From an optimization exercise on the open Yosys and OpenROAD flow, aimed at small area, a short achievable clock period and few clock cycles per item; shortcuts taken in it are not production practice. The RTL was checked by simulation tests, not by an equivalence proof against the original design.

===== flow/run.sh =====
#!/bin/bash
# The standard layout, with every port buffered by a plain buf_1 instead of
# the delay buffer that buffer_ports picks by default, and timing repair
# aiming for 6 ns of setup slack. Each ORFS step keeps its own log under
# orfs/logs; make's own output goes to standard.log.
set -euo pipefail
export BUFFER_PORTS_ARGS="-buffer_cell sky130_fd_sc_hd__buf_1"
bash standard.sh SETUP_SLACK_MARGIN=6 finish > standard.log 2>&1

===== constraint.sdc =====
create_clock -name core_clock -period 12.0 [get_ports {clk}]
set_input_delay 2.4000 -clock core_clock [delete_from_list [all_inputs] [get_ports {clk}]]
set_output_delay 2.4000 -clock core_clock [all_outputs]
set_load 0.01 [all_outputs]

===== standard.sh =====
#!/bin/bash
# synth_recipe.tcl (not shown) runs the flow's synth.tcl, then flattens the netlist and writes it again
# the make line also repeats each setting of config.mk as NAME=value (left out here)
make -C /OpenROAD-flow-scripts/flow DESIGN_CONFIG=/design/flow/config.mk WORK_HOME=/design/flow/orfs CLKGATE_MAP_FILE= SYNTH_SCRIPT=/design/flow/synth_recipe.tcl "${@:-finish}"

===== design.v =====
module flow_hash (
    input  wire         clk,
    input  wire         rst,
    input  wire         req_valid,
    output wire         req_ready,
    input  wire [319:0] req_key,
    input  wire [5:0]   req_len,
    input  wire [127:0] req_seed,
    input  wire [23:0]  req_nbuckets,
    output wire         resp_valid,
    input  wire         resp_ready,
    output wire [63:0]  resp_hash,
    output wire [23:0]  resp_bucket1,
    output wire [23:0]  resp_bucket2
);
    function [63:0] rotl(input [63:0] x, input integer b);
        rotl = (x << b) | (x >> (64 - b));
    endfunction
    function [63:0] add64(input [63:0] a, input [63:0] b);
        reg [63:0] g, p, gn, pn;
        integer i, l;
        begin
            g = a & b;
            p = a ^ b;
            for (l = 0; l < 6; l = l + 1) begin
                gn = g;
                pn = p;
                for (i = 0; i < 64; i = i + 1)
                    if ((i >> l) & 1) begin
                        gn[i] = g[i] | (p[i] & g[((i >> l) << l) - 1]);
                        pn[i] = p[i] & p[((i >> l) << l) - 1];
                    end
                g = gn;
                p = pn;
            end
            add64 = a ^ b ^ {g[62:0], 1'b0};
        end
    endfunction
    wire [2:0] last_blk = req_len[5:3];
    function [63:0] msg_word(input [2:0] j, input [319:0] k, input [5:0] l);
        integer b;
        reg [63:0] w;
        begin
            case (j)
                3'd0: w = k[63:0];
                3'd1: w = k[127:64];
                3'd2: w = k[191:128];
                3'd3: w = k[255:192];
                3'd4: w = k[319:256];
                default: w = 64'd0;
            endcase
            if (j == l[5:3]) begin
                for (b = 0; b < 7; b = b + 1)
                    if (b >= l[2:0]) w[8*b +: 8] = 8'd0;
                w[63:56] = {2'b00, l};
            end
            msg_word = w;
        end
    endfunction
    reg         busy;        
    reg  [2:0]  blk;         
    reg         second;      
    reg         fin;         
    reg  [1:0]  fcnt;        
    reg  [63:0] v0, v1, v2, v3;
    reg  [63:0] m_cur;
    wire [63:0] m_next = msg_word((busy && !fin) ? blk + {2'b00, second} : 3'd0, req_key, req_len);
    always @(posedge clk)
        m_cur <= m_next;
    wire [63:0] a0 = add64(v0, v1);
    wire [63:0] b1 = rotl(v1, 13) ^ a0;
    wire [63:0] a2 = add64(v2, v3);
    wire [63:0] b3 = rotl(v3, 16) ^ a2;
    wire [63:0] c0 = add64(rotl(a0, 32), b3);       
    wire [63:0] c3 = rotl(b3, 21) ^ c0;             
    wire [63:0] c2 = add64(a2, b1);
    wire [63:0] c1 = rotl(b1, 17) ^ c2;             
    wire [63:0] n2 = rotl(c2, 32);                  
    wire [63:0] hash = c2 ^ n2 ^ rotl(b1, 17) ^ rotl(b3, 21);
    wire blk_end  = busy && !fin && second;
    wire last_end = blk_end && (blk == last_blk);
    wire take_rnd = busy && fin && (fcnt == 2'd2);    
    wire last_rnd = busy && fin && (fcnt == 2'd3);    
    wire load     = !busy || last_rnd;                
    reg  [63:0] hash_r;
    reg  [23:0] nb;
    reg  [23:0] rem_lo, rem_hi;
    reg  [4:0]  dcnt;        
    reg         rvalid;
    reg         pend;        
    reg         pend2;       
    wire slot_free = (dcnt == 5'd0) && !pend && !pend2 && (!rvalid || resp_ready);
    assign req_ready = take_rnd && slot_free;
    wire take = req_ready && req_valid;
    wire        sk22 = |nb[23:22];
    wire        sk18 = |nb[23:18];
    wire        sk12 = |nb[23:12];
    wire        sk6  = |nb[23:6];
    reg  [23:0] below;
    integer q;
    always @(*) begin
        below[23] = 1'b0;
        for (q = 22; q >= 0; q = q - 1)
            below[q] = below[q+1] | nb[q+1];
    end
    wire        pow2  = ~|(nb & below);
    wire [4:0]  steps = pow2 ? 5'd0 : sk22 ? 5'd5 : sk18 ? 5'd7 : sk12 ? 5'd10 : sk6 ? 5'd13 : 5'd16;
    function [23:0] rem_init(input [31:0] x, input p2, input [23:0] msk,
                             input s22, input s18, input s12, input s6);
        rem_init = p2  ? x[23:0] & msk :
                   s22 ? {2'b0, x[31:10]} : s18 ? {6'b0, x[31:14]} :
                   s12 ? {12'b0, x[31:20]} : s6 ? {18'b0, x[31:26]} : 24'd0;
    endfunction
    function [1:0] dig_init(input [31:0] x, input s22, input s18, input s12, input s6);
        dig_init = s22 ? x[9:8] : s18 ? x[13:12] : s12 ? x[19:18] : s6 ? x[25:24] : x[31:30];
    endfunction
    wire [4:0] to_take = {1'b0, last_blk, 1'b0} + 5'd5;
    wire [4:0] dwait   = last_rnd ? steps + 5'd2 : pend2 ? steps + 5'd1 : dcnt;
    wire       start   = load && req_valid && (dwait <= to_take);
    always @(posedge clk) begin
        if (rst) begin
            busy <= 1'b0;
        end else if (load) begin
            busy   <= start;
            blk    <= 3'd0;
            second <= 1'b0;
            fin    <= 1'b0;
            fcnt   <= 2'd0;
        end else begin
            second <= ~second;
            if (fin)
                fcnt <= fcnt + 2'd1;
            if (blk_end) begin
                blk <= blk + 3'd1;
                if (last_end)
                    fin <= 1'b1;
            end
            if (take_rnd && !slot_free)
                busy <= 1'b0;
        end
    end
    always @(posedge clk) begin
        if (load) begin
            v0 <= req_seed[63:0]   ^ 64'h736F6D6570736575;
            v1 <= req_seed[127:64] ^ 64'h646F72616E646F6D;
            v2 <= req_seed[63:0]   ^ 64'h6C7967656E657261;
            v3 <= req_seed[127:64] ^ 64'h7465646279746573 ^ m_next;
        end else begin
            v0 <= c0 ^ (blk_end ? m_cur : 64'd0);
            v1 <= c1;
            v2 <= n2 ^ (last_end ? 64'hFF : 64'd0);
            v3 <= c3 ^ ((blk_end && !last_end) ? m_next : 64'd0);
        end
    end
    function [23:0] div_step(input [23:0] r, input [1:0] d, input [23:0] n);
        reg [24:0] t;
        reg [25:0] s;
        integer k;
        begin
            for (k = 1; k >= 0; k = k - 1) begin
                t = {r, d[k]};
                s = {1'b0, t} - {2'b00, n};
                r = s[25] ? t[23:0] : s[23:0];
            end
            div_step = r;
        end
    endfunction
    reg  [1:0] dig_lo, dig_hi;
    reg  [1:0] ndig_lo, ndig_hi;
    integer j;
    always @(*) begin
        ndig_lo = 2'd0;
        ndig_hi = 2'd0;
        for (j = 2; j <= 16; j = j + 1)
            if (dcnt == j[4:0]) begin
                ndig_lo = hash_r[2*j-3 -: 2];
                ndig_hi = hash_r[32+2*j-3 -: 2];
            end
    end
    always @(posedge clk) begin
        if (take)
            nb <= req_nbuckets;
        if (pend)
            hash_r <= hash;
        if (pend2) begin
            rem_lo <= rem_init(hash_r[31:0],  pow2, below, sk22, sk18, sk12, sk6);
            rem_hi <= rem_init(hash_r[63:32], pow2, below, sk22, sk18, sk12, sk6);
            dig_lo <= dig_init(hash_r[31:0],  sk22, sk18, sk12, sk6);
            dig_hi <= dig_init(hash_r[63:32], sk22, sk18, sk12, sk6);
        end else if (dcnt != 5'd0) begin
            rem_lo <= div_step(rem_lo, dig_lo, nb);
            rem_hi <= div_step(rem_hi, dig_hi, nb);
            dig_lo <= ndig_lo;
            dig_hi <= ndig_hi;
        end
    end
    always @(posedge clk) begin
        if (rst) begin
            pend   <= 1'b0;
            pend2  <= 1'b0;
            dcnt   <= 5'd0;
            rvalid <= 1'b0;
        end else begin
            pend  <= take;
            pend2 <= pend;
            if (pend2) begin
                dcnt   <= steps;
                rvalid <= pow2;
            end else if (dcnt != 5'd0) begin
                dcnt <= dcnt - 5'd1;
                if (dcnt == 5'd1)
                    rvalid <= 1'b1;
            end else if (rvalid && resp_ready) begin
                rvalid <= 1'b0;
            end
        end
    end
    assign resp_valid   = rvalid;
    assign resp_hash    = hash_r;
    assign resp_bucket1 = rem_lo;
    assign resp_bucket2 = (rem_hi == rem_lo) ? (rem_lo ^ 24'd1) : rem_hi;
endmodule

===== config.mk =====
export PLATFORM = sky130hd
export DESIGN_NAME = flow_hash
export DESIGN_NICKNAME = flow_hash
export VERILOG_FILES = /design/flow/design.v
export SDC_FILE = /design/flow/constraint.sdc
export NUM_CORES = 4
export LEC_CHECK = 0
export ABC_AREA = 1
export CAP_MARGIN = 20
export CORE_MARGIN = 2
export CORE_UTILIZATION = 40
export CTS_BUF_LIST = sky130_fd_sc_hd__clkbuf_8
export SLEW_MARGIN = 20

==> run notes, run 1 <==
- Mapped Cells: approximately 7300
- Placed cell count: slightly above 9000
- Critical path capture point type: flop
- Area of the multi-input gates: around 33000 sq um
- Critical Path Start Type: flop
- IO Count: 596
- Cell accounting for the most synthesized area: nand2_1
- Setup WS post-layout: 5.95 ns
- Global-route wire length before repair: 393000 um
- Final Hold Violating Endpoints: 0
- PortBufs: 595
- RSZ-0062 raised after global routing: yes
- Max-cap check violation count: 0
- Routability congestion estimate: 1.12
- Pre-CTS setup slack: between 3 and 4 ns
- Clk buf depth: 3
- Reg clk slew, reported paths: ~0.06 ns
- Share of the yosys chip area belonging to registers: 0.233
- DR WL met3: 33100 um
- Number of fill cells: 12207
- Slew Limit Fails: 0
- Antenna-violating nets left: 0
- FMAX: 165 MHz
- Share of layout cells above drive strength 1: 0.0966
- Post-synth EDFFs: 147
- DRC violations left: 0
- CP delay by family, top: simple AND/OR/NAND/NOR gates
- Largest net degree at the start of global routing: ~150
- Root Buffer: clkbuf_8
- Total core area: 117000 sq um
- Max layer used: met5
- Final net count: between 8000 and 9000
- Clock skew: 0.0671 ns
- Slowest cell on crit path: fa_1
- H-tree depth: 3
- Hold buffer count at CTS: 0
- Die ar.: 121000 sq um
- R2R Path Start: v1[0]
- Initial Util: 0.405
- Syn avg cell area: 6.44 sq um
- Tightest Pin Transition: 1.28 ns
- Synth top area share: 0.180
- Slowest stage delay, CP: 0.45 ns
- Post-synth net total: 8195
- Worst Path Required: ~13 ns
- Hold crit path type: flop to flop
- Rel. slew slack: 0.139
- Crit path max fanout: 7
- Total wire length: roughly 290000 um
- CTS tree: done
- Drt via density: around 5.9
- Die height: 347 um
- Vias: 56235
- Total gr overflow: 0
- CTS sink count: 476
- Arrival time worst endpoint: 6.58 ns
- Yosys warns: 1
- Most used DFF post-synth: dfxtp_1
- Placed wire-length estimate: 245000 um
- Final setup vio count: 0
- Outcome: complete, no violations
- Initial antenna violation count: 24
- WL met2: 123000 um
- WP buf/inv: 5
- Skew-Pair Late Insertion Delay: 0.82 ns
- DR pass1 iterations: 7
- Dominant cells by area after synthesis: nand2_1, dfxtp_1, ha_1
- FF+latch count, synth: between 400 and 500
- Vias in the first global route: 51263
- Area Growth Syn to Fin: 18.8%
- Fin crit period: 6.05 ns
- Aggregate global-route resource usage: 0.467
- TritonCTS buffer count: 92
- Hold Crit Start: m_cur[36]
- Initial DRC Count: 8129
- Library cells used by synthesis: 71
- Setup TNS: 0 ns
- Sequential cell area: 11000 sq um
- Hold Slack: 0.530 ns
- Met1 wire length: 103000 um
- Die W: 347 um
- Post-Syn Area: between 40000 and 50000 sq um
- Most frequent CP cell: nand2_1
- Worst setup path startpoint: v1[0]
- Ys async rst share: 0
- Final period utilization: 0.504
- WL/cell: 30.4 um
- Crit Path Category: flop to flop
- Post-route insts no fill: 9607
- Rows: 125
[final timing paths]
check	endpoint	slack [ns]	cells past startpoint
max	hash_r[28]	5.95	29
min	v0[36]	0.53	3
max reg2reg	hash_r[28]	5.95	29
min reg2reg	v0[36]	0.53	3
[synth_stat cells, drive strengths merged, types with 6 or more instances]
library cell,number
xor2,287
nand4,40
o21a,22
buf,71
clkbuf,123
a211oi,21
a221oi,26
or2,113
o221ai,24
a32o,16
a21boi,23
a21oi,411
nand2,2271
fa,28
ha,361
a21o,33
nand3b,72
and2,8
o31ai,6
xnor2,157
edfxtp,147
nor2,380
a22o,10
a22oi,12
nor3,62
inv,994
o22ai,34
o211ai,52
a31oi,26
mux2i,7
o21ai,449
nand3,616
o2111ai,10
dfxtp,329
o21bai,46
nor4,13
[final cells by class]
class | count | area share
antenna | 16 | 0.000715
clock buffer | 115 | 0.0283
clock inverter | 54 | 0.00704
inverter | 999 | 0.0685
multi-input combinational | 5657 | 0.598
sequential | 476 | 0.197
tap | 1524 | 0.0340
timing repair buffer | 766 | 0.0674
[metrics by stage]
stage                     cell area (sq um)   util
final                                 56000  0.481
after detailed placement              51100  0.439
after floorplan                       47200      -
after global routing                  56000  0.480
after global placement                51100  0.439
after CTS                             54700  0.469
[logic make-up after synthesis]
| group | share of synthesized area |
|---|---|
| XOR/XNOR | 0.0853 |
| multiplexers | 0.00157 |
| adder cells (fa/ha/maj) | 0.108 |
| AND/OR/NAND/NOR | 0.322 |
| buffers and inverters | 0.0972 |
| flip-flops | 0.233 |
| AO/OA/AOI/OAI | 0.153 |
[registers in the layout (all words and copies together) (netlist names), 64 cells and up]
signal  count
v3         64
hash_r     64
v1         64
v0         64
v2         64
m_cur      64
[metal layers]
metal	vias to the layer above	GRT usage
met4	16	0.427
met1	25981	0.543
met5	-	0
met3	958	0.112
met2	3997	0.711
li1	25283	-
[worst reg2reg max path, delay by kind of cell, from the launching register on]
| kind | cells | cell delay, ns |
|---|---|---|
| simple gates | 15 | 2.01 |
| compound gates | 3 | 0.78 |
| buf+inv | 5 | 0.67 |
| xor+xnor | 2 | 0.60 |
| flops | 1 | 0.34 |
| fa+ha+maj | 4 | 1.40 |
[cells in the final DEF, fill, tap and decap left out, types with 52 or more instances in the layout]
cell type / count
nand2_1: 2191
nand2_2: 54
xor2_1: 243
a21oi_1: 378
o21ai_0: 385
ha_1: 344
inv_1: 967
xnor2_1: 116
o21ai_1: 54
o211ai_1: 52
nand3b_1: 71
buf_1: 595
edfxtp_1: 147
nand3_1: 609
or2_2: 96
buf_4: 149
dfxtp_1: 322
nor2_1: 343
clkbuf_8: 115
[repair_timing]
item	in CTS	in global routing
setup buffers	48	52
pin swaps	27	39
cloned	1	2
endpoints found under the setup margin	321	231
gates resized for setup	212	182
Testbench counts, summed over its fixed seeds: cycles 36,880, items 3,200.
==> inputs of run 2 (changes only) <==
--- a/config.mk
+++ b/config.mk
@@ -5,7 +5,7 @@
 export SDC_FILE = /design/flow/constraint.sdc
 export NUM_CORES = 4
 export LEC_CHECK = 0
-export ABC_AREA = 1
+export ABC_AREA = 0
 export CAP_MARGIN = 20
 export CORE_MARGIN = 2
 export CORE_UTILIZATION = 40
==> run notes, run 2 <==
- Outcome: complete, no violations (unchanged)
- Placed cell area: 45000 sq um (was 51100 sq um)
- Library cells used by synthesis: 106 (was 71)
- Tightest Pin Transition: 1.25 ns (was 1.28 ns)
- Largest net degree at the start of global routing: 84 (was 153)
- Rel. slew slack: 0.166 (was 0.139)
- Aggregate global-route resource usage: 0.396 (was 0.467)
- Yosys warns: 1 (unchanged)
- Most used DFF post-synth: dfxtp_1 (unchanged)
- Clock skew: 0.0805 ns (was 0.0671 ns)
- Most frequent cells in the layout: nand2_1, buf_1, xnor2_1 (was nand2_1, inv_1, nand3_1)
- Setup TNS: 0 ns (unchanged)
- Most frequent CP cell: buf_6 (was nand2_1)
- Dominant cells by area after synthesis: dfxtp_1, ha_1, xnor2_1 (was nand2_1, dfxtp_1, ha_1)
- Global-route wire length before repair: 300000 um (was 393000 um)
- Cell accounting for the most synthesized area: dfxtp_1 (was nand2_1)
- Final period utilization: 0.584 (was 0.504)
- M2 GR Usage: 0.612 (was 0.711)
- Mapped Cells: 4930 (was 7324)
- Share of the yosys chip area belonging to registers: 0.268 (was 0.233)
- Initial DRC Count: 5517 (was 8129)
- Crit Path Category: flop to flop (unchanged)
- Root Buffer: clkbuf_8 (unchanged)
- Initial antenna violation count: 16 (was 24)
- Clk buf depth: 3 (unchanged)
- Hold buffer count at CTS: 0 (unchanged)
- TritonCTS buffer count: 90 (was 92)
- Hold Crit Start: pend (was m_cur[36])
- Final Hold Violating Endpoints: 0 (unchanged)
- GR Layer Usage met3: 0.109 (was 0.112)
- Critical path capture point type: flop (unchanged)
- Antenna-violating nets left: 0 (unchanged)
- Area of the multi-input gates: 34700 sq um (was 33500 sq um)
- Final instance area: 56400 sq um (was 56000 sq um)
- GR Util met1: 0.468 (was 0.543)
- Placed wire-length estimate: 170000 um (was 245000 um)
- Die height: 325 um (was 347 um)
- Skew-Pair Late Insertion Delay: 0.81 ns (was 0.82 ns)
- Synth top area share: 0.160 (was 0.180)
- Worst Path Required: 12.59 ns (was 12.53 ns)
- Arrival time worst endpoint: 7.60 ns (was 6.58 ns)
- Top cells by instance count after synthesis: nand2_1, xnor2_1, a21oi_1 (was nand2_1, inv_1, nand3_1)
- Share of layout cells above drive strength 1: 0.241 (was 0.0966)
- Initial Util: 0.403 (was 0.405)
- Post-synth EDFFs: 147 (unchanged)
- R2R Path Start: v1[0] (unchanged)
- Total wire length: 219000 um (was 292000 um)
- Syn avg cell area: 8.34 sq um (was 6.44 sq um)
- Total gr overflow: 0 (unchanged)
- FMAX: 143 MHz (was 165 MHz)
- Sequential cell area: 11000 sq um (about the same)
- Vias in the first global route: 42105 (was 51263)
- CTS tree: done (unchanged)
- Vias: 43667 (was 56235)
- Post-Syn Area: 41100 sq um (was 47200 sq um)
- Post-synth net total: 5801 (was 8195)
- IO Count: 596 (unchanged)
- Ys async rst share: 0 (unchanged)
- PortBufs: 595 (unchanged)
- Reg clk slew, reported paths: 0.06 ns (about the same)
- RSZ-0062 raised after global routing: yes (unchanged)
- Slew Limit Fails: 0 (unchanged)
- Slowest stage delay, CP: 0.58 ns (was 0.45 ns)
- Die ar.: 105000 sq um (was 121000 sq um)
- Hold Slack: 0.542 ns (was 0.530 ns)
- Die W: 325 um (was 347 um)
- Post-route insts no fill: 7325 (was 9607)
- Slowest cell on crit path: or4_4 (was fa_1)
- Final setup vio count: 0 (unchanged)
- Top-count cell post-synth: nand2_1 (unchanged)
- Gr busiest metal: met2 (unchanged)
- DRC violations left: 0 (unchanged)
- Fin crit period: 7.01 ns (was 6.05 ns)
- CTS sink count: 476 (unchanged)
- FF+latch count, synth: 476 (unchanged)
- Routability congestion estimate: 1.10 (was 1.12)
- H-tree depth: 3 (unchanged)
- WL/cell: 29.9 um (was 30.4 um)
- Number of fill cells: 9201 (was 12207)
- Placed cell count: 6755 (was 9319)
- Critical Path Start Type: flop (unchanged)
- Worst setup path startpoint: v1[0] (unchanged)
- Hold crit path type: flop to flop (unchanged)
- DR pass1 iterations: 9 (was 7)
- Crit path max fanout: 4 (was 7)
- Max-cap check violation count: 0 (unchanged)
- Drt via density: 5.96 (was 5.85)
- Total core area: 102000 sq um (was 117000 sq um)
- Area Growth Syn to Fin: 37.3% (was 18.8%)
- Rows: 117 (was 125)
- Final net count: 6744 (was 8863)
- Leading cell type in the layout, fill and taps excluded: nand2_1 (unchanged)
-- run 2: changes by cell type after synthesis, sizes merged, moves of 64 or more --
cell,change
nand3,-555
a21o,+73
xnor2,+361
or2,-105
nand2,-1657
inv,-822
o21ai,-145
xor2,+68
mux2i,+64
nand3b,-69
mux2,+69
-- run 2: repair_timing --
action,4_1_cts,5_1_grt
cloned,8,1
setup buffers,292,93
resized for setup,892,228
pin swaps,366,196
setup endpoints to repair,304,297
-- run 2: worst paths after layout --
check | endpoint | slack (ns) | depth (start not counted)
max | v1[63] | 4.99 | 32
min | pend2 | 0.54 | 1
max reg2reg | v1[63] | 4.99 | 32
min reg2reg | pend2 | 0.54 | 1
-- run 2: critical path: cells and delay by family, from the launching register on --
| kind | cells | cell delay [ns] |
|---|---|---|
| AOI/OAI and AO/OA | 12 | 2.24 |
| and+or+nand+nor | 7 | 1.38 |
| xor gates and xnor gates | 5 | 1.27 |
| adders and majority gates | 3 | 0.77 |
| buffers and inverters | 5 | 0.74 |
| DFF | 1 | 0.36 |
-- run 2: final cells by class --
cell class,count,area share
multi-input combinational,4080,0.615
sequential,476,0.195
timing repair buffer,1052,0.114
tap,1368,0.0303
clock buffer,109,0.0266
inverter,173,0.0118
clock inverter,54,0.00623
antenna,13,0.000576
-- run 2: metal layers --
layer | share of wire | routed length [um]
met5 | 0.00019 | 41
met4 | 0.096 | 21000
met3 | 0.11 | 24500
met2 | 0.43 | 94800
met1 | 0.36 | 78500
-- run 2: kinds of logic (layout without fill, tap and decap cells) --
| logic type | count (synthesis) | count (layout) | share of synthesized area |
|---|---|---|---|
| and+or+nand+nor | 1375 | 1377 | 0.145 |
| AOI/OAI and AO/OA | 1292 | 1292 | 0.202 |
| xor gates and xnor gates | 878 | 878 | 0.190 |
| DFF | 476 | 476 | 0.268 |
| adders and majority gates | 393 | 393 | 0.125 |
| buffers and inverters | 376 | 1388 | 0.0347 |
| muxes | 140 | 140 | 0.0362 |
| other | 0 | 13 | 0 |
-- run 2: per-stage QoR --
| stage | setup slack [ns] | util |
|---|---|---|
| 2_1_floorplan | 5.72 | - |
| 4_1_cts | 5.14 | 0.534 |
| 3_5_place_dp | 4.03 | 0.442 |
| 3_3_place_gp | 4.06 | 0.442 |
| 5_1_grt | 4.90 | 0.554 |
| 6_report | 4.99 | 0.554 |
==> inputs of run 3 (changes only) <==
==> config.mk (replaced) <==
export PLATFORM = sky130hd
export DESIGN_NAME = flow_hash
export DESIGN_NICKNAME = flow_hash
export VERILOG_FILES = /design/flow/design.v
export SDC_FILE = /design/flow/constraint.sdc
export NUM_CORES = 4
export LEC_CHECK = 0
export ABC_AREA = 1
export CAP_MARGIN = 20
export CORE_MARGIN = 2
export CORE_UTILIZATION = 47
export CTS_CLUSTER_DIAMETER = 70
export CTS_CLUSTER_SIZE = 25
export SLEW_MARGIN = 20
==> run notes, run 3 <==
- Hold crit path type: flop to flop (unchanged)
- Initial DRC Count: 8189 (was 5517)
- Reg clk slew, reported paths: 0.08 ns (was 0.06 ns)
- Share of the yosys chip area belonging to registers: 0.233 (was 0.268)
- Die W: 321 um (was 325 um)
- Tightest Pin Transition: 1.17 ns (was 1.25 ns)
- Syn avg cell area: 6.44 sq um (was 8.34 sq um)
- Largest net degree at the start of global routing: 144 (was 84)
- Crit Path Category: flop to flop (unchanged)
- Vias in the first global route: 50576 (was 42105)
- Leading cell type in the layout, fill and taps excluded: nand2_1 (unchanged)
- Core Util, Final: 0.546 (was 0.554)
- DR pass1 iterations: 9 (unchanged)
- Arrival time worst endpoint: 6.56 ns (was 7.60 ns)
- Yosys warns: 1 (unchanged)
- Slowest cell on crit path: o21ai_0 (was or4_4)
- TritonCTS buffer count: 45 (was 90)
- Setup TNS: 0 ns (unchanged)
- Share of layout cells above drive strength 1: 0.0764 (was 0.241)
- Post-route insts no fill: 9279 (was 7325)
- Post-synth EDFFs: 147 (unchanged)
- Slew Limit Fails: 0 (unchanged)
- Critical Path Start Type: flop (unchanged)
- Final instance area: 54500 sq um (was 56400 sq um)
- Max-cap check violation count: 0 (unchanged)
- Top cells by instance count after synthesis: nand2_1, inv_1, nand3_1 (was nand2_1, xnor2_1, a21oi_1)
- Drt via density: 6.10 (was 5.96)
- Placed cell area: 50900 sq um (was 45000 sq um)
- Synth top area share: 0.180 (was 0.160)
- Dominant cells by area after synthesis: nand2_1, dfxtp_1, ha_1 (was dfxtp_1, ha_1, xnor2_1)
- Global-route wire length before repair: 374000 um (was 300000 um)
- Final net count: 8791 (was 6744)
- Top-count cell post-synth: nand2_1 (unchanged)
- CTS sink count: 476 (unchanged)
- Aggregate global-route resource usage: 0.518 (was 0.396)
- Clock skew: 0.0517 ns (was 0.0805 ns)
- Ys async rst share: 0 (unchanged)
- Die height: 321 um (was 325 um)
- Outcome: complete, no violations (unchanged)
- Placed wire-length estimate: 230000 um (was 170000 um)
- Antenna-violating nets left: 0 (unchanged)
- Library cells used by synthesis: 71 (was 106)
- Mapped Cells: 7324 (was 4930)
- Critical path, cell by cell: ha_1 > nand2_1 > o21ai_0 > nand2_1 > nand3_1 > a21oi_1 > nand2_1 > buf_8 > inv_1 > fa_1 > xnor2_2 > ha_2 > nand2_1 > nor3_4 > nand2_2 > inv_1 > nand2_2 > clkinvlp_4 > buf_4 > nand3_1 > nand3_1 > nand3_1 > o21ai_0
- Fin crit period: 6.04 ns (was 7.01 ns)
- Total core area: 99700 sq um (was 102000 sq um)
- H-tree depth: 2 (was 3)
- Hold buffer count at CTS: 0 (unchanged)
- IO Count: 596 (unchanged)
- Cell accounting for the most synthesized area: nand2_1 (was dfxtp_1)
- FF+latch count, synth: 476 (unchanged)
- Root Buffer: clkbuf_16 (was clkbuf_8)
- Crit path max fanout: 20 (was 4)
- Most frequent cells in the layout: nand2_1, inv_1, nand3_1 (was nand2_1, buf_1, xnor2_1)
- DRC violations left: 0 (unchanged)
- Most used DFF post-synth: dfxtp_1 (unchanged)
- Post-synth net total: 8195 (was 5801)
- Routability congestion estimate: 1.15 (was 1.10)
- CTS tree: done (unchanged)
- Critical path capture point type: flop (unchanged)
- Reg-to-reg slack, setup: 5.96 ns (was 4.99 ns)
- Rel. slew slack: 0.214 (was 0.166)
- Initial Util: 0.473 (was 0.403)
- Skew-Pair Late Insertion Delay: 0.69 ns (was 0.81 ns)
- Final period utilization: 0.504 (was 0.584)
- PortBufs: 595 (unchanged)
- Final Hold Violating Endpoints: 0 (unchanged)
- Clk buf depth: 3 (unchanged)
- Total wire length: 277000 um (was 219000 um)
- Vias: 56557 (was 43667)
- Placed cell count: 9100 (was 6755)
- Final setup vio count: 0 (unchanged)
- Initial antenna violation count: 24 (was 16)
- Total gr overflow: 0 (unchanged)
- Worst Path Required: 12.51 ns (was 12.59 ns)
- Post-Syn Area: 47200 sq um (was 41100 sq um)
- Area Growth Syn to Fin: 15.5% (was 37.3%)
- Slowest stage delay, CP: 0.57 ns (was 0.58 ns)
- Rows: 116 (was 117)
- WL/cell: 29.9 um (about the same)
- RSZ-0062 raised after global routing: yes (unchanged)
- FMAX: 165 MHz (was 143 MHz)
- Die ar.: 103000 sq um (was 105000 sq um)
[run 3: cell count changes after synthesis, sizes merged, moves of 57 or more]
cell / change
nand3b: +69
nand3: +555
mux2: -69
or2: +105
mux2i: -64
xor2: -68
o21ai: +145
nand2: +1657
xnor2: -361
a21o: -73
inv: +822
o21a: -57
[run 3: final timing paths]
path / from / depth (start not counted) / end
min: pend / 2 / pend2
max reg2reg: v3[26] / 23 / v2[26]
max: v3[26] / 23 / v2[26]
min reg2reg: pend / 2 / pend2
[run 3: final cells by class]
type                            instances  area, sq um
Tap cell                             1298         1620
Inverter                              999         3800
Timing Repair Buffer                  743         3470
Antenna cell                           24         60.1
Clock inverter                         34          430
Multi-Input combinational cell       5655        32900
Clock buffer                           50         1200
Fill cell                           10004        45200
Sequential cell                       476        11000
[run 3: per-stage QoR]
step / worst slack (ns) / hold slack (ns)
global placement: 4.30 / 0.471
detailed placement: 4.35 / 0.494
floorplan: 6.71 / 0.490
CTS: 6.00 / 0.507
global route: 5.93 / 0.517
finish: 5.96 / 0.499
[run 3: cell families (layout without fill, tap and decap cells)]
kind of cell / count (synthesis) / count (layout) / share of synthesized area
and+or+nand+nor: 3580 / 3580 / 0.322
AOI/OAI and AO/OA: 1230 / 1230 / 0.153
buffers and inverters: 1193 / 1826 / 0.0972
DFF: 476 / 476 / 0.233
xor gates and xnor gates: 449 / 449 / 0.0853
adders and majority gates: 389 / 389 / 0.108
muxes: 7 / 7 / 0.00157
other: 0 / 24 / 0
[run 3: critical path: cells and delay by family (launching register included)]
kind | cells | cell delay, ns
and+or+nand+nor | 11 | 1.90
adders and majority gates | 3 | 1.27
AOI/OAI and AO/OA | 3 | 1.08
buffers and inverters | 5 | 0.91
DFF | 1 | 0.47
xor gates and xnor gates | 1 | 0.18
[run 3: per-layer routing]
metal	wire length [um]	GRT usage	part of all wire	vias to the layer above
met2	112000	0.758	0.41	4269
met1	94100	0.592	0.34	25974
met3	36900	0.157	0.13	1157
li1	-	-	-	25147
met4	33800	0.509	0.12	10
met5	109	0.00898	0.00039	-
[run 3: timing repair]
action	CTS	global route
pin swaps	9	29
resized for setup	114	172
gates cloned	0	2
buffers inserted	23	46
setup endpoints to repair	306	227
==> inputs of run 4 (changes only) <==
--- a/design.v
+++ b/design.v
@@ -152,6 +152,27 @@
             v3 <= c3 ^ ((blk_end && !last_end) ? m_next : 64'd0);
         end
     end
+    function [25:0] sub25(input [24:0] t, input [24:0] nn);
+        reg [24:0] g, p, gn, pn;
+        integer i, l;
+        begin
+            g = t & nn;
+            p = t ^ nn;
+            g[0] = t[0] | nn[0];
+            for (l = 0; l < 5; l = l + 1) begin
+                gn = g;
+                pn = p;
+                for (i = 0; i < 25; i = i + 1)
+                    if ((i >> l) & 1) begin
+                        gn[i] = g[i] | (p[i] & g[((i >> l) << l) - 1]);
+                        pn[i] = p[i] & p[((i >> l) << l) - 1];
+                    end
+                g = gn;
+                p = pn;
+            end
+            sub25 = {g[24], t ^ nn ^ {g[23:0], 1'b1}};
+        end
+    endfunction
     function [23:0] div_step(input [23:0] r, input [1:0] d, input [23:0] n);
         reg [24:0] t;
         reg [25:0] s;
@@ -159,8 +180,8 @@
         begin
             for (k = 1; k >= 0; k = k - 1) begin
                 t = {r, d[k]};
-                s = {1'b0, t} - {2'b00, n};
-                r = s[25] ? t[23:0] : s[23:0];
+                s = sub25(t, {1'b1, ~n});
+                r = s[25] ? s[23:0] : t[23:0];
             end
             div_step = r;
         end
==> run notes, run 4 <==
- Outcome: complete, no violations (unchanged)
- Final Hold Violating Endpoints: 0 (unchanged)
- Synth top area share: 0.184 (was 0.180)
- Root Buffer: clkbuf_16 (unchanged)
- Critical Path Start Type: flop (unchanged)
- Fin crit period: 6.08 ns (was 6.04 ns)
- Largest net degree at the start of global routing: 86 (was 144)
- Final period utilization: 0.506 (was 0.504)
- Share of layout cells above drive strength 1: 0.0745 (was 0.0764)
- Syn avg cell area: 6.47 sq um (was 6.44 sq um)
- Library cells used by synthesis: 64 (was 71)
- Hold crit path type: flop to flop (unchanged)
- Share of the yosys chip area belonging to registers: 0.237 (was 0.233)
- Total gr overflow: 0 (unchanged)
- Tightest Pin Transition: 1.27 ns (was 1.17 ns)
- Clk buf depth: 3 (unchanged)
- TritonCTS buffer count: 50 (was 45)
- WL/cell: 29.2 um (was 29.9 um)
- Crit Path Category: flop to flop (unchanged)
- FMAX: 165 MHz (about the same)
- H-tree depth: 2 (unchanged)
- Critical path capture point type: flop (unchanged)
- Post-synth net total: 8043 (was 8195)
- Rel. slew slack: 0.154 (was 0.214)
- Post-Syn Area: 46300 sq um (was 47200 sq um)
- Area Growth Syn to Fin: 15.6% (was 15.5%)
- Reg clk slew, reported paths: 0.09 ns (was 0.08 ns)
- Cell accounting for the most synthesized area: nand2_1 (unchanged)
- Top cells by instance count after synthesis: nand2_1, inv_1, nand3_1 (unchanged)
- Final net count: 8597 (was 8791)
- Aggregate global-route resource usage: 0.502 (was 0.518)
- Pre-CTS setup slack: 4.54 ns (was 4.35 ns)
- Total wire length: 265000 um (was 277000 um)
- Arrival time worst endpoint: 6.63 ns (was 6.56 ns)
- RSZ-0062 raised after global routing: yes (unchanged)
- Most frequent CP cell: nand2_1
- Max-cap check violation count: 0 (unchanged)
- Total core area: 98000 sq um (was 99700 sq um)
- Die ar.: 101000 sq um (was 103000 sq um)
- Slowest stage delay, CP: 0.67 ns (was 0.57 ns)
- Initial Util: 0.473 (about the same)
- Drt via density: 5.98 (was 6.10)
- Slowest cell on crit path: dfxtp_1 (was o21ai_0)
- Vias in the first global route: 48641 (was 50576)
- Skew-Pair Late Insertion Delay: 0.71 ns (was 0.69 ns)
- CTS tree: done (unchanged)
- Initial DRC Count: 7376 (was 8189)
- Clock skew: 0.0555 ns (was 0.0517 ns)
- Global-route wire length before repair: 358000 um (was 374000 um)
- FF+latch count, synth: 476 (unchanged)
- Vias: 54149 (was 56557)
- Top-count cell post-synth: nand2_1 (unchanged)
- Setup WS post-layout: 5.92 ns (was 5.96 ns)
- Final setup vio count: 0 (unchanged)
- Placed wire-length estimate: 220000 um (was 230000 um)
- Most frequent cells in the layout: nand2_1, inv_1, nand3_1 (unchanged)
- Crit path max fanout: 20 (unchanged)
- Ys async rst share: 0 (unchanged)
- Die W: 318 um (was 321 um)
- DRC violations left: 0 (unchanged)
- DR pass1 iterations: 8 (was 9)
- Routability congestion estimate: 1.15 (about the same)
- Rows: 115 (was 116)
- CTS sink count: 476 (unchanged)
- Most used DFF post-synth: dfxtp_1 (unchanged)
- Mapped Cells: 7160 (was 7324)
- Initial antenna violation count: 20 (was 24)
- Slew Limit Fails: 0 (unchanged)
- IO Count: 596 (unchanged)
- Setup TNS: 0 ns (unchanged)
- Dominant cells by area after synthesis: nand2_1, dfxtp_1, ha_1 (unchanged)
- Antenna-violating nets left: 0 (unchanged)
- Die height: 318 um (was 321 um)
- PortBufs: 595 (unchanged)
- Yosys warns: 1 (unchanged)
- Leading cell type in the layout, fill and taps excluded: nand2_1 (unchanged)
- Hold buffer count at CTS: 0 (unchanged)
- Worst Path Required: 12.55 ns (was 12.51 ns)
- Post-synth EDFFs: 147 (unchanged)
-- run 4: worst max-delay path, delay by kind of cell, from the launching register on --
kind / cells / cell delay (ns)
AO/OA/AOI/OAI: 3 / 0.55
XOR/XNOR: 2 / 0.52
adder cells (fa/ha/maj): 2 / 0.73
buffers and inverters: 7 / 1.06
flip-flops: 1 / 0.67
AND/OR/NAND/NOR: 15 / 2.36
-- run 4: final cells by class --
| type | count | area (sq um) |
|---|---|---|
| Multi-Input combinational cell | 5488 | 32100 |
| Fill cell | 9846 | 44400 |
| Antenna cell | 13 | 32.5 |
| Inverter | 998 | 3780 |
| Sequential cell | 476 | 11000 |
| Tap cell | 1287 | 1610 |
| Timing Repair Buffer | 700 | 3140 |
| Clock buffer | 57 | 1370 |
| Clock inverter | 36 | 509 |
-- run 4: logic make-up after synthesis --
kind of cell	Yosys count	synth area share
AND/OR/NAND/NOR	3579	0.327
buffers and inverters	1197	0.0997
multiplexers	4	0.000864
XOR/XNOR	447	0.0866
AO/OA/AOI/OAI	1056	0.134
adder cells (fa/ha/maj)	401	0.115
flip-flops	476	0.237
-- run 4: repair_timing --
item,CTS,global route
endpoints found under the setup margin,275,217
resized for setup,155,167
cloned,0,2
setup buffers,24,17
pin swaps,12,23
-- run 4: per-layer routing --
metal  track usage  vias up  routed length, um  share of wire
met3         0.181      983              37200           0.14
met4         0.412       18              27700           0.10
met1         0.604    25034              95500           0.36
met2         0.714     3790             104000           0.39
li1              -    24324                  -              -
met5       0.00993        -                205        0.00077
-- run 4: path summary, 6_finish.rpt --
kind,from,endpoint,slack [ns],depth (start not counted)
min,m_cur[33],v0[33],0.52,3
min reg2reg,m_cur[33],v0[33],0.52,3
max,v3[22],v0[52],5.92,29
max reg2reg,v3[22],v0[52],5.92,29
-- run 4: per-stage QoR --
| step | instance area, sq um | util | hold slack [ns] | cells |
|---|---|---|---|---|
| floorplan | 46300 | - | 0.490 | 7160 |
| detailed placement | 49800 | 0.508 | 0.507 | 8904 |
| global route | 53600 | 0.547 | 0.581 | 9046 |
| CTS | 52700 | 0.537 | 0.523 | 9021 |
| finish | 53600 | 0.547 | 0.525 | 9055 |
| global placement | 49800 | 0.508 | 0.505 | 8904 |
Testbench counts of run 4, summed over its fixed seeds: cycles 36,880, items 3,200.
==> inputs of run 5 (changes only) <==
==> flow/run.sh (replaced) <==
#!/bin/bash
# The standard layout, with every port buffered by a plain buf_1 instead of
# the delay buffer that buffer_ports picks by default, and timing repair
# aiming for 6.6 ns of setup slack. Each ORFS step keeps its own log under
# orfs/logs; make's own output goes to standard.log.
set -euo pipefail
export BUFFER_PORTS_ARGS="-buffer_cell sky130_fd_sc_hd__buf_1"
bash standard.sh SETUP_SLACK_MARGIN=6.6 finish > standard.log 2>&1
==> run notes, run 5 <==
- Die ar.: 101000 sq um (unchanged)
- Reg2reg path depth: 33 (was 29)
- Post-synth EDFFs: 147 (unchanged)
- CTS sink count: 476 (unchanged)
- Outcome: complete, no violations (unchanged)
- Aggregate global-route resource usage: 0.515 (was 0.502)
- Hold Crit Start: m_cur[33] (unchanged)
- Hold crit path type: flop to flop (unchanged)
- Largest net degree at the start of global routing: 86 (unchanged)
- Top-count cell post-synth: nand2_1 (unchanged)
- Tightest Pin Transition: 1.38 ns (was 1.27 ns)
- Critical path capture point type: flop (unchanged)
- Total gr overflow: 0 (unchanged)
- Total core area: 98000 sq um (unchanged)
- Library cells used by synthesis: 64 (unchanged)
- Final period utilization: 0.458 (was 0.506)
- Most frequent CP cell: nand2_1 (unchanged)
- DRC violations left: 0 (unchanged)
- Post-Syn Area: 46300 sq um (unchanged)
- Final net count: 8768 (was 8597)
- Final Hold Violating Endpoints: 0 (unchanged)
- Hold buffer count at CTS: 0 (unchanged)
- Slowest cell on crit path: fa_2 (was dfxtp_1)
- Worst hold endpoint: v0[33] (unchanged)
- Initial antenna violation count: 20 (unchanged)
- Final instance area: 59000 sq um (was 53600 sq um)
- WHS Path Cells: 3 (unchanged)
- TritonCTS buffer count: 50 (unchanged)
- Rows: 115 (unchanged)
- Placed wire-length estimate: 220000 um (unchanged)
- Global-route wire length before repair: 366000 um (was 358000 um)
- Setup TNS: 0 ns (unchanged)
- Share of the yosys chip area belonging to registers: 0.237 (unchanged)
- Rel. slew slack: 0.0810 (was 0.154)
- Drt via density: 6.11 (was 5.98)
- Leading cell type in the layout, fill and taps excluded: nand2_1 (unchanged)
- Cell accounting for the most synthesized area: nand2_1 (unchanged)
- Critical Path Start Type: flop (unchanged)
- Number of fill cells: 9229 (was 9846)
- Die W: 318 um (unchanged)
- Crit Path Category: flop to flop (unchanged)
- Vias in the first global route: 49871 (was 48641)
- Skew-Pair Late Insertion Delay: 0.72 ns (was 0.71 ns)
- Final setup vio count: 0 (unchanged)
- WL/cell: 30.1 um (was 29.2 um)
- Total wire length: 278000 um (was 265000 um)
- Mapped Cells: 7160 (unchanged)
- Area Growth Syn to Fin: 27.4% (was 15.6%)
- Antenna-violating nets left: 0 (unchanged)
- H-tree depth: 2 (unchanged)
- Slowest stage delay, CP: 0.38 ns (was 0.67 ns)
- Reg clk slew, reported paths: 0.08 ns (was 0.09 ns)
- Initial Util: 0.473 (unchanged)
- Clock skew: 0.0577 ns (was 0.0555 ns)
- FMAX: 182 MHz (was 165 MHz)
- Most used DFF post-synth: dfxtp_1 (unchanged)
- Initial DRC Count: 8057 (was 7376)
- Placed cell area: 49800 sq um (unchanged)
- Vias: 56366 (was 54149)
- Yosys warns: 1 (unchanged)
- Share of layout cells above drive strength 1: 0.160 (was 0.0745)
- FF+latch count, synth: 476 (unchanged)
- Ys async rst share: 0 (unchanged)
- Core Util, Final: 0.602 (was 0.547)
- Synth top area share: 0.184 (unchanged)
- IO Count: 596 (unchanged)
- DR pass1 iterations: 8 (unchanged)
- Top cells by instance count after synthesis: nand2_1, inv_1, nand3_1 (unchanged)
- Dominant cells by area after synthesis: nand2_1, dfxtp_1, ha_1 (unchanged)
- Reg-to-reg slack, setup: 6.51 ns (was 5.92 ns)
- Arrival time worst endpoint: 5.93 ns (was 6.63 ns)
- Slew Limit Fails: 0 (unchanged)
- Clk buf depth: 3 (unchanged)
- Fin crit period: 5.49 ns (was 6.08 ns)
- Crit path max fanout: 8 (was 20)
- Die height: 318 um (unchanged)
- Critical R2R Capture: hash_r[11] (was v0[52])
- PortBufs: 595 (unchanged)
- Post-synth net total: 8043 (unchanged)
- Worst Path Required: 12.44 ns (was 12.55 ns)
- RSZ-0062 raised after global routing: yes (unchanged)
- R2R Path Start: v1[0] (was v3[22])
- CTS tree: done (unchanged)
- Max-cap check violation count: 0 (unchanged)
- Root Buffer: clkbuf_16 (unchanged)
- Syn avg cell area: 6.47 sq um (unchanged)
- Routability congestion estimate: 1.15 (unchanged)
- Most frequent cells in the layout: nand2_1, inv_1, nand3_1 (unchanged)
==> run 5: cell counts after synthesis <==
No cell type changed its count.
==> run 5: layout make-up <==
type                       count  area, sq um  share of cell area
multi-input combinational   5494        35700               0.605
sequential                   476        11100               0.187
timing repair buffer         864         4870              0.0825
inverter                     998         3860              0.0653
tap                         1287         1610              0.0273
clock buffer                  57         1370              0.0232
clock inverter                36          509             0.00863
antenna                       18         45.0            0.000763
timing repair inverter         1         8.76            0.000148
==> run 5: how the worst max path moves through the flow <==
stage | start | depth (start not counted) | to
3_3_place_gp | v1[37] | 28 | v3[33]
3_5_place_dp | v1[37] | 28 | v3[33]
5_1_grt | nb[17] | 26 | rem_hi[18]
4_1_cts | v1[0] | 38 | v3[33]
2_1_floorplan | resp_ready | 4 | req_ready
6_report | v1[0] | 33 | hash_r[11]
==> run 5: routing by layer <==
layer / track usage / vias to the layer above / wire length (um)
met2: 0.728 / 4380 / 110000
li1: - / 24690 / -
met3: 0.180 / 1168 / 40100
met1: 0.618 / 26118 / 96900
met5: 0.00993 / - / 192
met4: 0.446 / 10 / 30900
==> run 5: kinds of logic (layout without fill, tap and decap cells) <==
| logic type | Yosys count | in the layout | synth area share |
|---|---|---|---|
| compound gates | 1056 | 1056 | 0.134 |
| xor+xnor | 447 | 447 | 0.0866 |
| fa+ha+maj | 401 | 401 | 0.115 |
| buf+inv | 1197 | 1956 | 0.0997 |
| flops | 476 | 476 | 0.237 |
| mux | 4 | 4 | 0.000864 |
| other cells | 0 | 18 | 0 |
| simple gates | 3579 | 3586 | 0.327 |
==> run 5: stage by stage <==
| step | hold WS [ns] | setup WS (ns) | instances |
|---|---|---|---|
| after detailed placement | 0.507 | 4.54 | 8904 |
| after CTS | 0.523 | 6.56 | 9093 |
| after global placement | 0.505 | 4.62 | 8904 |
| final | 0.522 | 6.51 | 9231 |
| after global routing | 0.584 | 6.42 | 9216 |
| after floorplan | 0.490 | 6.71 | 7160 |
==> run 5: timing repair <==
action / in CTS / in global routing
cloned: 12 / 9
endpoints found under the hold margin: 0 / 0
endpoints found under the setup margin: 329 / 246
buffers inserted: 84 / 111
pin swaps: 99 / 188
gates resized for setup: 534 / 578
==> run 5: critical path: cells and delay by family (launching register included) <==
family | cells | cell delay [ns]
AO/OA/AOI/OAI | 1 | 0.09
XOR/XNOR | 2 | 0.59
adder cells (fa/ha/maj) | 3 | 0.88
buffers and inverters | 6 | 0.87
flip-flops | 1 | 0.35
AND/OR/NAND/NOR | 21 | 2.45
==> inputs of run 6 (changes only) <==
==> flow/run.sh (replaced) <==
#!/bin/bash
# The standard layout, with every port buffered by a plain buf_1 instead of
# the delay buffer that buffer_ports picks by default, and timing repair
# aiming for 6.3 ns of setup slack. Each ORFS step keeps its own log under
# orfs/logs; make's own output goes to standard.log.
set -euo pipefail
export BUFFER_PORTS_ARGS="-buffer_cell sky130_fd_sc_hd__buf_1"
bash standard.sh SETUP_SLACK_MARGIN=6.3 finish > standard.log 2>&1
--- a/config.mk
+++ b/config.mk
@@ -11,4 +11,5 @@
 export CORE_UTILIZATION = 47
 export CTS_CLUSTER_DIAMETER = 70
 export CTS_CLUSTER_SIZE = 25
+export PLACE_DENSITY = 0.72
 export SLEW_MARGIN = 20
==> run notes, run 6 <==
- Final instance area: 55700 sq um (was 59000 sq um)
- CP delay by family, top: simple AND/OR/NAND/NOR gates (unchanged)
- Most used DFF post-synth: dfxtp_1 (unchanged)
- Hold Crit Start: pend (was m_cur[33])
- Worst Path Required: 12.43 ns (was 12.44 ns)
- RSZ-0062 raised after global routing: yes (unchanged)
- Initial Util: 0.473 (unchanged)
- Final net count: 8670 (was 8768)
- Top cells by instance count after synthesis: nand2_1, inv_1, nand3_1 (unchanged)
- Clk buf depth: 3 (unchanged)
- Root Buffer: clkbuf_16 (unchanged)
- Drt via density: 6.09 (was 6.11)
- Global-route wire length before repair: 370000 um (was 366000 um)
- FMAX: 172 MHz (was 182 MHz)
- CTS sink count: 476 (unchanged)
- Rel. slew slack: 0.179 (was 0.0810)
- Crit Path Category: flop to flop (unchanged)
- Post-Syn Area: 46300 sq um (unchanged)
- Final setup vio count: 0 (unchanged)
- Vias in the first global route: 49719 (was 49871)
- Post-synth net total: 8043 (unchanged)
- Routability congestion estimate: 1.16 (was 1.15)
- Post-route insts no fill: 9132 (was 9231)
- Largest net degree at the start of global routing: 105 (was 86)
- Dominant cells by area after synthesis: nand2_1, dfxtp_1, ha_1 (unchanged)
- Top-count cell post-synth: nand2_1 (unchanged)
- DR pass1 iterations: 7 (was 8)
- Cell accounting for the most synthesized area: nand2_1 (unchanged)
- Most frequent cells in the layout: nand2_1, inv_1, nand3_1 (unchanged)
- Crit path max fanout: 8 (unchanged)
- Die height: 318 um (unchanged)
- FF+latch count, synth: 476 (unchanged)
- Tightest Pin Transition: 1.23 ns (was 1.38 ns)
- Reg2reg path depth: 30 (was 33)
- Total gr overflow: 0 (unchanged)
- Die W: 318 um (unchanged)
- Post-synth EDFFs: 147 (unchanged)
- Reg-to-reg slack, setup: 6.20 ns (was 6.51 ns)
- Total core area: 98000 sq um (unchanged)
- Slowest stage delay, CP: 0.66 ns (was 0.38 ns)
- Max-cap check violation count: 0 (unchanged)
- WL/cell: 30.5 um (was 30.1 um)
- Setup TNS: 0 ns (unchanged)
- Yosys warns: 1 (unchanged)
- Critical path capture point type: flop (unchanged)
- Rows: 115 (unchanged)
- Share of the yosys chip area belonging to registers: 0.237 (unchanged)
- Vias: 55643 (was 56366)
- DRC violations left: 0 (unchanged)
- Final period utilization: 0.484 (was 0.458)
- Share of layout cells above drive strength 1: 0.109 (was 0.160)
- Hold crit path type: flop to flop (unchanged)
- Clock skew: 0.0381 ns (was 0.0577 ns)
- Aggregate global-route resource usage: 0.520 (was 0.515)
- Initial antenna violation count: 31 (was 20)
- Mapped Cells: 7160 (unchanged)
- Placed cell area: 49800 sq um (about the same)
- Arrival time worst endpoint: 6.23 ns (was 5.93 ns)
- Slowest cell on crit path: dfxtp_1 (was fa_2)
- Final Hold Violating Endpoints: 0 (unchanged)
- Antenna-violating nets left: 0 (unchanged)
- Syn avg cell area: 6.47 sq um (unchanged)
- Critical Path Start Type: flop (unchanged)
- WP buf/inv: 2 (was 6)
- Skew-Pair Late Insertion Delay: 0.68 ns (was 0.72 ns)
- Fin crit period: 5.80 ns (was 5.49 ns)
- Die ar.: 101000 sq um (unchanged)
- PortBufs: 595 (unchanged)
- TritonCTS buffer count: 50 (unchanged)
- Synth top area share: 0.184 (unchanged)
- Placed cell count: 8897 (was 8904)
- Ys async rst share: 0 (unchanged)
- IO Count: 596 (unchanged)
- WHS Path Cells: 2 (was 3)
- Outcome: complete, no violations (unchanged)
- Area Growth Syn to Fin: 20.3% (was 27.4%)
- Library cells used by synthesis: 64 (unchanged)
- Worst hold endpoint: pend2 (was v0[33])
- Reg clk slew, reported paths: 0.08 ns (about the same)
- Critical R2R Capture: hash_r[58] (was hash_r[11])
- CTS tree: done (unchanged)
- H-tree depth: 2 (unchanged)
- Slew Limit Fails: 0 (unchanged)
- Most frequent CP cell: nand2_1 (unchanged)
- Placed wire-length estimate: 226000 um (was 220000 um)
- Total wire length: 279000 um (was 278000 um)
- R2R Path Start: v1[32] (was v1[0])
- Initial DRC Count: 8063 (was 8057)
- Leading cell type in the layout, fill and taps excluded: nand2_1 (unchanged)
-- run 6: cell counts after synthesis --
Identical to the previous run, type by type.
-- run 6: what timing repair did --
item / in CTS / in global routing
hold buffers: 0 / 0
gates cloned: 4 / 10
endpoints found under the setup margin: 328 / 251
buffers inserted: 50 / 61
pin swaps: 30 / 69
resized for setup: 306 / 313
-- run 6: kinds of logic after synthesis --
logic type,count (synthesis),share of synthesized area
simple gates,3579,0.327
fa+ha+maj,401,0.115
mux,4,0.000864
buf+inv,1197,0.0997
flops,476,0.237
compound gates,1056,0.134
xor+xnor,447,0.0866
-- run 6: stage by stage --
step	utilization	hold WS [ns]	worst slack, ns
final	0.569	0.542	6.20
after CTS	0.546	0.541	6.30
after detailed placement	0.508	0.528	4.57
after floorplan	-	0.490	6.71
after global routing	0.568	0.563	6.13
after global placement	0.508	0.509	4.57
-- run 6: worst register-to-register path: cells and delay by family, from the launching register on --
kind / cells / cell delay, ns
flip-flops: 1 / 0.66
buffers and inverters: 2 / 0.32
adder cells (fa/ha/maj): 2 / 0.81
AND/OR/NAND/NOR: 23 / 3.29
AO/OA/AOI/OAI: 3 / 0.46
-- run 6: how the worst max path moves through the flow --
stage | from | end | slack (ns) | cells after the start
6_report | v1[32] | hash_r[58] | 6.20 | 30
5_1_grt | v3[0] | v3[50] | 6.13 | 33
4_1_cts | v3[0] | hash_r[23] | 6.30 | 30
3_5_place_dp | v1[0] | hash_r[26] | 4.57 | 26
3_3_place_gp | v1[0] | hash_r[3] | 4.57 | 33
2_1_floorplan | resp_ready | req_ready | 6.71 | 4
-- run 6: area by class of cell --
cell class,count,area (sq um)
fill,9565,42300
clock buffer,53,1290
multi-input combinational,5490,33500
antenna,18,45.0
timing repair buffer,770,4000
tap,1287,1610
timing repair inverter,1,5.00
sequential,476,11000
inverter,998,3790
clock inverter,39,428
-- run 6: metal layers --
layer  track usage  wire length [um]  part of all wire
met3         0.161             38100              0.14
met4         0.501             34700              0.12
met1         0.599             94200              0.34
met5             0               131           0.00047
met2         0.758            112000              0.40
==> inputs of run 7 (changes only) <==
--- a/config.mk
+++ b/config.mk
@@ -11,5 +11,4 @@
 export CORE_UTILIZATION = 47
 export CTS_CLUSTER_DIAMETER = 70
 export CTS_CLUSTER_SIZE = 25
-export PLACE_DENSITY = 0.72
 export SLEW_MARGIN = 20
==> run notes, run 7 <==
- R2R Path Start: v3[0] (was v1[32])
- Post-Syn Area: 46300 sq um (unchanged)
- Slew Limit Fails: 0 (unchanged)
- Hold crit path type: flop to flop (unchanged)
- Placed cell count: 8904 (was 8897)
- Post-synth net total: 8043 (unchanged)
- Rel. slew slack: 0.205 (was 0.179)
- Vias in the first global route: 49037 (was 49719)
- Antenna-violating nets left: 0 (unchanged)
- Dominant cells by area after synthesis: nand2_1, dfxtp_1, ha_1 (unchanged)
- IO Count: 596 (unchanged)
- Top-count cell post-synth: nand2_1 (unchanged)
- CTS tree: done (unchanged)
- Final Hold Violating Endpoints: 0 (unchanged)
- Aggregate global-route resource usage: 0.504 (was 0.520)
- Drt via density: 6.05 (was 6.09)
- Arrival time worst endpoint: 6.35 ns (was 6.23 ns)
- TritonCTS buffer count: 50 (unchanged)
- Worst Path Required: 12.60 ns (was 12.43 ns)
- Initial DRC Count: 7385 (was 8063)
- Most frequent cells in the layout: nand2_1, inv_1, nand3_1 (unchanged)
- H-tree depth: 2 (unchanged)
- Library cells used by synthesis: 64 (unchanged)
- Die ar.: 101000 sq um (unchanged)
- Post-synth EDFFs: 147 (unchanged)
- Fin crit period: 5.75 ns (was 5.80 ns)
- Reg clk slew, reported paths: 0.08 ns (about the same)
- Total gr overflow: 0 (unchanged)
- Initial Util: 0.473 (unchanged)
- Crit path max fanout: 7 (was 8)
- Yosys warns: 1 (unchanged)
- Max-cap check violation count: 0 (unchanged)
- Final setup vio count: 0 (unchanged)
- PortBufs: 595 (unchanged)
- Total core area: 98000 sq um (unchanged)
- DR pass1 iterations: 7 (unchanged)
- Total wire length: 271000 um (was 279000 um)
- Final period utilization: 0.480 (was 0.484)
- Mapped Cells: 7160 (unchanged)
- Die height: 318 um (unchanged)
- FF+latch count, synth: 476 (unchanged)
- Largest net degree at the start of global routing: 86 (was 105)
- Vias: 55240 (was 55643)
- Hold Crit Start: m_cur[33] (was pend)
- Rows: 115 (unchanged)
- Clk buf depth: 3 (unchanged)
- Skew-Pair Late Insertion Delay: 0.71 ns (was 0.68 ns)
- Ys async rst share: 0 (unchanged)
- Global-route wire length before repair: 359000 um (was 370000 um)
- Routability congestion estimate: 1.15 (was 1.16)
- Hold buffer count at CTS: 0 (unchanged)
- CTS sink count: 476 (unchanged)
- Root Buffer: clkbuf_16 (unchanged)
- Critical Path Start Type: flop (unchanged)
- Critical path capture point type: flop (unchanged)
- Outcome: complete, no violations (unchanged)
- Post-route insts no fill: 9136 (was 9132)
- Syn avg cell area: 6.47 sq um (unchanged)
- Placed wire-length estimate: 220000 um (was 226000 um)
- Top cells by instance count after synthesis: nand2_1, inv_1, nand3_1 (unchanged)
- RSZ-0062 raised after global routing: yes (unchanged)
- Setup TNS: 0 ns (unchanged)
- Clock skew: 0.0525 ns (was 0.0381 ns)
- Cell accounting for the most synthesized area: nand2_1 (unchanged)
- Worst setup path startpoint: v3[0] (was v1[32])
- DRC violations left: 0 (unchanged)
- Setup WS post-layout: 6.25 ns (was 6.20 ns)
- Share of layout cells above drive strength 1: 0.109 (about the same)
- Most used DFF post-synth: dfxtp_1 (unchanged)
- Tightest Pin Transition: 1.19 ns (was 1.23 ns)
- FMAX: 174 MHz (was 172 MHz)
- Pre-CTS setup slack: 4.54 ns (was 4.57 ns)
- Area Growth Syn to Fin: 20.5% (was 20.3%)
- WL/cell: 29.7 um (was 30.5 um)
- Final net count: 8675 (was 8670)
- Synth top area share: 0.184 (unchanged)
- Initial antenna violation count: 27 (was 31)
- Share of the yosys chip area belonging to registers: 0.237 (unchanged)
- Crit Path Category: flop to flop (unchanged)
- Leading cell type in the layout, fill and taps excluded: nand2_1 (unchanged)
- Die W: 318 um (unchanged)
run 7: path summary, 6_finish.rpt:
kind	slack [ns]	end	cells after the start
setup / recovery	6.25	v3[33]	27
hold / removal	0.53	v0[33]	3
setup reg to reg	6.25	v3[33]	27
hold reg to reg	0.53	v0[33]	3
run 7: cells by family (layout without fill, tap and decap cells):
family                     after synthesis  count (layout)  synth area share
AOI/OAI and AO/OA                     1056            1056             0.134
xor gates and xnor gates               447             447            0.0866
adders and majority gates              401             401             0.115
buffers and inverters                 1197            1865            0.0997
DFF                                    476             476             0.237
muxes                                    4               4          0.000864
other                                    0              16                 0
and+or+nand+nor                       3579            3584             0.327
run 7: critical path, stage by stage, from the launching register on:
cell,delay [ns]
dfxtp_2,0.34
ha_2,0.18
fa_2,0.44
nand3_1,0.13
nand2_2,0.12
nand3_2,0.12
nand3_4,0.20
a21oi_1,0.26
or2_2,0.15
nand2_1,0.14
xor2_2,0.91
inv_1,0.12
ha_1,0.43
nand2_1,0.08
nor2_1,0.14
nand3_1,0.09
nand2_1,0.08
buf_6,0.15
nand2_2,0.10
nand2_8,0.10
clkinvlp_4,0.17
fa_2,0.44
xor2_4,0.22
xor2_1,0.21
nand2_1,0.07
nand2_1,0.09
nor2_1,0.05
a31oi_1,0.14
run 7: per-layer routing:
metal,vias up,GRT usage,wire length [um]
met3,1075,0.182,39500
met4,20,0.422,30000
li1,24496,-,-
met1,25578,0.605,95000
met2,4071,0.718,107000
met5,-,0,131
run 7: timing repair:
item                                    CTS  global route
buffers inserted                         39            67
cloned                                    4            12
endpoints found under the setup margin  305           232
pin swaps                                37            86
resized for setup                       280           345
run 7: per-stage QoR:
stage	cell area, sq um	util	hold slack, ns
after floorplan	46300	-	0.490
after global placement	49800	0.508	0.505
after global routing	55800	0.569	0.584
after CTS	53400	0.545	0.523
final	55800	0.570	0.526
after detailed placement	49800	0.508	0.507
run 7: cell type report:
cell class,count,area [sq um]
diodes,16,40.0
clock buffers,57,1370
clock inverters,36,509
fillers,9648,42200
inverters,998,3800
multi-input cells,5492,33600
flip-flops and latches,476,11000
well taps,1287,1610
repair buffers,773,3930
repair inverters,1,5.00

[re-timing with driven ports]
No port has a modelled driver above. Below, the same layouts with a new extraction and two added sets of constraints.
Step 1: set_driving_cell puts a clkbuf_16 on clk and a buf_2 on each other input, an assumption about the parent block.
Step 2 also shifts input and output timing later by t, the mid clock arrival at the registers, as if the neighbouring blocks saw the same clock.
Three values: ideal, step 1, step 2; two values: the first two.
run | t (ns) | setup WS [ns] | hold WS [ns] | clock arrival spread, ns | worst data-port slew with drivers (ns)
run 1 | 0.873 | 5.953 / 5.953 / 5.953 | 0.530 / 0.530 / 0.530 | 0.067 / 0.067 | 0.17
run 2 | 0.841 | 4.986 / 4.986 / 4.986 | 0.542 / 0.542 / 0.542 | 0.082 / 0.082 | 0.13
run 3 | 0.750 | 5.955 / 5.955 / 5.835 | 0.499 / 0.499 / 0.499 | 0.054 / 0.053 | 0.16
run 4 | 0.768 | 5.925 / 5.925 / 5.779 | 0.525 / 0.525 / 0.525 | 0.055 / 0.056 | 0.24
run 5 | 0.776 | 6.506 / 6.506 / 5.825 | 0.522 / 0.522 / 0.522 | 0.057 / 0.058 | 0.22
run 6 | 0.747 | 6.198 / 6.198 / 6.136 | 0.542 / 0.542 / 0.542 | 0.039 / 0.038 | 0.19
run 7 | 0.769 | 6.246 / 6.246 / 5.853 | 0.526 / 0.526 / 0.526 | 0.052 / 0.052 | 0.22
After both steps every run listed still meets setup and hold. For run 5, which loses most, drivers alone change the setup slack by 0.000 ns; drivers and shift together by -0.681 ns.
